From an optimization exercise on the open Yosys and OpenROAD flow, aimed at small area, a short achievable clock period and few clock cycles per item; shortcuts taken in it are not production practice.
In this exercise RTL edits were held to simulation tests only and were not proved equivalent to the original.

== main ==
==> flow/design.v (excerpt) <==
module sun_stage (
    input  wire        clk,
    input  wire        rst,
    input  wire        in_valid,
    output wire        in_ready,
    input  wire        in_safe,
    input  wire [15:0] in_s,
    input  wire [15:0] in_g,
    input  wire [15:0] in_red,
    input  wire [15:0] in_grn,
    input  wire [15:0] in_blu,
    output wire        out_valid,
    input  wire        out_ready,
    output wire [15:0] out_red,
    output wire [15:0] out_grn,
    output wire [15:0] out_blu
);
Size: roughly 2500 flip-flops, roughly 140 I/O pins, ~150000 um^2 of cells after synthesis.
==> flow/config.mk <==
export PLATFORM = sky130hd
export DESIGN_NAME = sun_stage
export DESIGN_NICKNAME = sun_stage
export VERILOG_FILES = /design/flow/design.v
export SDC_FILE = /design/flow/constraint.sdc
export NUM_CORES = 4
export LEC_CHECK = 0
export ABC_CLOCK_PERIOD_IN_PS = 4000
export CAP_MARGIN = 20
export CORE_MARGIN = 2
export CORE_UTILIZATION = 55
export SETUP_SLACK_MARGIN = 5
export SLEW_MARGIN = 20
==> flow/constraint.sdc <==
create_clock -name core_clock -period 12.0 [get_ports {clk}]
set_input_delay 2.4000 -clock core_clock [delete_from_list [all_inputs] [get_ports {clk}]]
set_output_delay 2.4000 -clock core_clock [all_outputs]
set_load 0.01 [all_outputs]
standard.sh (not shown) runs the stock make flow with config.mk's settings and CLKGATE_MAP_FILE= SYNTH_SCRIPT=/design/flow/synth_recipe.tcl, a recipe that flattens the netlist after the stock synthesis.
==> flow/flow/run.sh <==
#!/bin/bash
# Own flow: the standard layout (standard.sh), unchanged except that
#  - the port buffers that global placement inserts on every input and output
#    are buf_2 cells instead of the default delay buffers.
set -euo pipefail
sed -e "s/SETUP_SLACK_MARGIN=[0-9.]*/SETUP_SLACK_MARGIN=8 'BUFFER_PORTS_ARGS=-buffer_cell sky130_fd_sc_hd__buf_2'/" standard.sh > standard_tight.sh
bash standard_tight.sh > standard.log 2>&1
main went all the way through synthesis, placement and routing and the layout is clean on timing, DRC and antenna.
Testbench counts of main, summed over its fixed seeds: cycles 24,136, items 24,000.
Modified inputs, the feature branch compared to main
- CTS_CLUSTER_DIAMETER now 45, previously not set
- CORE_UTILIZATION now 62, was 55
- CTS_BUF_LIST now sky130_fd_sc_hd__clkbuf_8, previously not set
- TNS_END_PERCENT now 5, previously not set
- CTS_CLUSTER_SIZE now 16, previously not set
### Flow results
NOTE final layout net count main->the feature branch decreased slightly. From main to the feature branch the numbers moved as follows: fraction of final layout cells with drive strength greater than 1 moved down, sum of met3 wire segment lengths after detailed routing moved down, placed instance area moved down. Changes observed in the feature branch relative to main: routed length per placed instance lost about 1.2%, wire length lost about 3.7%. Wire length of the first global-routing pass ends up higher on main. The feature branch falls short of main in slack of the critical path. Compared with main, the feature branch degrades worst hold slack. Looking at share of the final layout cell area in multi-input gates, the feature branch sits above main.

---

Another version of the RTL of sun_stage (not shown whole).
Size: about 12000 cells after synthesis, ~2500 flip-flops, about 140 I/O pins.
Settings: LEC_CHECK=0, ABC_CLOCK_PERIOD_IN_PS=4000, CAP_MARGIN=20, CORE_MARGIN=2, CORE_UTILIZATION=55, SETUP_SLACK_MARGIN=5, SLEW_MARGIN=20; clock period 12.0 ns.
run.sh (not shown) runs the stock make flow with config.mk's settings and CLKGATE_MAP_FILE= SYNTH_SCRIPT=/design/flow/synth_recipe.tcl, a recipe that flattens the netlist after the stock synthesis.
Stock flow here: none of the scripts above is used.
Testbench counts at the start, summed over its fixed seeds: cycles 24,136, items 24,000.
Edit:
==> flow/flow/run.sh (new file) <==
#!/bin/bash
set -euo pipefail
sed -e 's/SETUP_SLACK_MARGIN=[0-9.]*/SETUP_SLACK_MARGIN=8/' standard.sh > standard_tight.sh
bash standard_tight.sh > standard.log 2>&1
==> flow/standard.sh (new file) <==
#!/bin/bash
# synth_recipe.tcl (not shown) runs the flow's synth.tcl, then flattens the netlist and writes it again
# the make line also repeats each setting of config.mk as NAME=value (left out here)
make -C /OpenROAD-flow-scripts/flow DESIGN_CONFIG=/design/flow/config.mk WORK_HOME=/design/flow/orfs CLKGATE_MAP_FILE= SYNTH_SCRIPT=/design/flow/synth_recipe.tcl "${@:-finish}"
removed: flow/run.sh
Worst setup slack improved by 0.93 ns. Non-clock buffer count rose by 455. Wire length increases by 3.0%. Count of clock-buffer cells in the layout fell by 6. Clock skew goes up by 0.010 ns. Global-route usage went up by 0.39 points.
Edit:
==> flow/flow/run.sh (replaced) <==
#!/bin/bash
set -euo pipefail
sed -e 's/SETUP_SLACK_MARGIN=[0-9.]*/SETUP_SLACK_MARGIN=8.5/' standard.sh > standard_tight.sh
bash standard_tight.sh > standard.log 2>&1
- CORE_UTILIZATION: 55 -> 65
=>
- via count goes up by a few percent
- clock skew climbs by 0.021 ns
- final cell count went down slightly
- first-iteration DRC count increases by about a fifth
- clock-buffer cell count came out lower by 13
- non-clock buffer count came out higher by 373
- final area went up by a few percent
- flip-flop and latch count stays the same

---

run A:
RTL: one of the versions met above, not the one the previous note started from.
Size in the first run: ~12000 cells after synthesis, roughly 2500 flip-flops, ~140 I/O pins.
export LEC_CHECK = 0
export ABC_CLOCK_PERIOD_IN_PS = 4000
export CAP_MARGIN = 20
export CORE_MARGIN = 2
export CORE_UTILIZATION = 55
export SETUP_SLACK_MARGIN = 5
export SLEW_MARGIN = 20
export TNS_END_PERCENT = 5
create_clock -name core_clock -period 12.0 [get_ports {clk}]
standard.sh (not shown) runs the stock make flow with config.mk's settings and CLKGATE_MAP_FILE= SYNTH_SCRIPT=/design/flow/synth_recipe.tcl, a recipe that flattens the netlist after the stock synthesis.
==> flow/flow/run.sh <==
#!/bin/bash
set -euo pipefail
sed -e 's/SETUP_SLACK_MARGIN=[0-9.]*/SETUP_SLACK_MARGIN=8/' standard.sh > standard_tight.sh
bash standard_tight.sh > standard.log 2>&1
Testbench counts of run A, summed over its fixed seeds: cycles 24,136, items 24,000.
Setup changes, run A to run B
Settings: clearing TNS_END_PERCENT, which used to be 5.
## What came out
- The final antenna-violating net count on run B is in line with that on run A.
- The core of run B is more densely filled than that of run A.
- In run B, logic depth of the worst path, buffers included is higher than in run A.
- Global-route usage on run B is up relative to run A.
- Run A has higher sequential share of layout area than run B.
- Count of non-filler cells in the finished layout: run B and run A compared, higher one is run B
- Run B has highest fanout seen on the critical path above what run A had.
- Compared with run A, run B shows a higher post-CTS resize count.
- Between run B and run A, number of antenna violations at the first check in global routing is lower for run A, run B comes in above that.
The following lists how run C was set up differently from run B:
Settings: an added CTS_CLUSTER_DIAMETER of 50; an added CTS_CLUSTER_SIZE of 18; an added TNS_END_PERCENT of 5; an added CTS_BUF_LIST of sky130_fd_sc_hd__clkbuf_8.
==> flow/flow/run.sh <==
#!/bin/bash
# Own flow: the standard layout (standard.sh), unchanged except that
#  - the port buffers that global placement inserts on every input and output
#    are buf_2 cells instead of the default delay buffers;
#  - clock tree synthesis (same settings as config.mk gives it) inserts no
#    dummy loads.
set -euo pipefail
CTS="CTS_ARGS=-sink_clustering_enable -repair_clock_nets -sink_clustering_size 18 -sink_clustering_max_diameter 50 -buf_list sky130_fd_sc_hd__clkbuf_8 -dont_use_dummy_load"
sed -e "s/SETUP_SLACK_MARGIN=[0-9.]*/SETUP_SLACK_MARGIN=8 'BUFFER_PORTS_ARGS=-buffer_cell sky130_fd_sc_hd__buf_2' '$CTS'/" standard.sh > standard_tight.sh
bash standard_tight.sh > standard.log 2>&1
--- outcome ---
- Run C vs run B — share of the cycle needed by the critical path after routing rose 0.30 points.
- From run B to run C, number of synthesized register bits did not move at all.
- Sort run C and run B by final critical delay including setup and external delays, descending, and run C comes first.
- Worst slew margin relative to its limit was lower in run C than in run B.
## Diff of input files: run D against run C
==> flow/flow/run.sh <==
#!/bin/bash
# Own flow: the standard layout (standard.sh), unchanged except that
#  - the port buffers that global placement inserts on every input and output
#    are buf_2 cells instead of the default delay buffers.
set -euo pipefail
sed -e "s/SETUP_SLACK_MARGIN=[0-9.]*/SETUP_SLACK_MARGIN=8 'BUFFER_PORTS_ARGS=-buffer_cell sky130_fd_sc_hd__buf_2'/" standard.sh > standard_tight.sh
bash standard_tight.sh > standard.log 2>&1
- Run D | status: complete | timing, DRC, antenna: pass
- On global-route wire length before repair, run D and run C are neck and neck.
- Run D vs run C, slowest library cell on the worst path: edfxtp_1 vs fa_2
- Summary of run D over run C: number of buffers between clock root and the deepest sink ~0 delta, final critical path time including I/O delays and setup -53 ps.
- Run C -> run D: clock-buffer cell count increased by a few percent
- Run C → run D: number of cells on the critical path down 2, sequential fraction of total cell area down 0.75 points.

-- port drivers added, routing unchanged --
The results above use ideal ports. As a check the final layouts listed here were re-extracted and re-timed, cells and wires unchanged.
Step 1 sets driving cells, clkbuf_16 on the clock port and buf_2 on the other inputs (assumed; they add their load-dependent delay and slew).
Step 2 moves the port delays by t, midway between the first and last clock arrival at a register: inputs arrive t later, outputs are due t later. That takes back most of the time a late clock gives input paths.
Three values: ideal, step 1, step 2; two values: the first two.
run	t (ns)	setup slack, ns	worst setup path after step 2	clock arrival spread, ns	worst data-port slew with drivers (ns)
main	0.939	7.879 / 7.879 / 7.755	input to register	0.039 / 0.040	0.06
the feature branch	1.131	7.813 / 7.753 / 7.585	input to register	0.125 / 0.125	0.05
the first run of note 2	0.949	6.819 / 6.819 / 6.819	register to register	0.046 / 0.046	0.05
the second run of note 2	0.975	7.752 / 7.752 / 7.144	input to register	0.064 / 0.063	0.04
the third run of note 2	1.014	7.727 / 7.727 / 7.637	input to register	0.084 / 0.084	0.06
run A	0.939	7.728 / 7.632 / 7.289	input to register	0.051 / 0.050	0.07
run B	0.968	7.858 / 7.858 / 7.727	input to register	0.049 / 0.049	0.06
run C	1.067	7.822 / 7.822 / 7.757	input to register	0.128 / 0.129	0.07
run D	1.101	7.875 / 7.800 / 7.755	input to register	0.082 / 0.081	0.07
After both steps setup and hold are still met in every run listed. For the second run of note 2, which loses most, drivers alone change the setup slack by 0.000 ns; drivers and shift together by -0.608 ns.
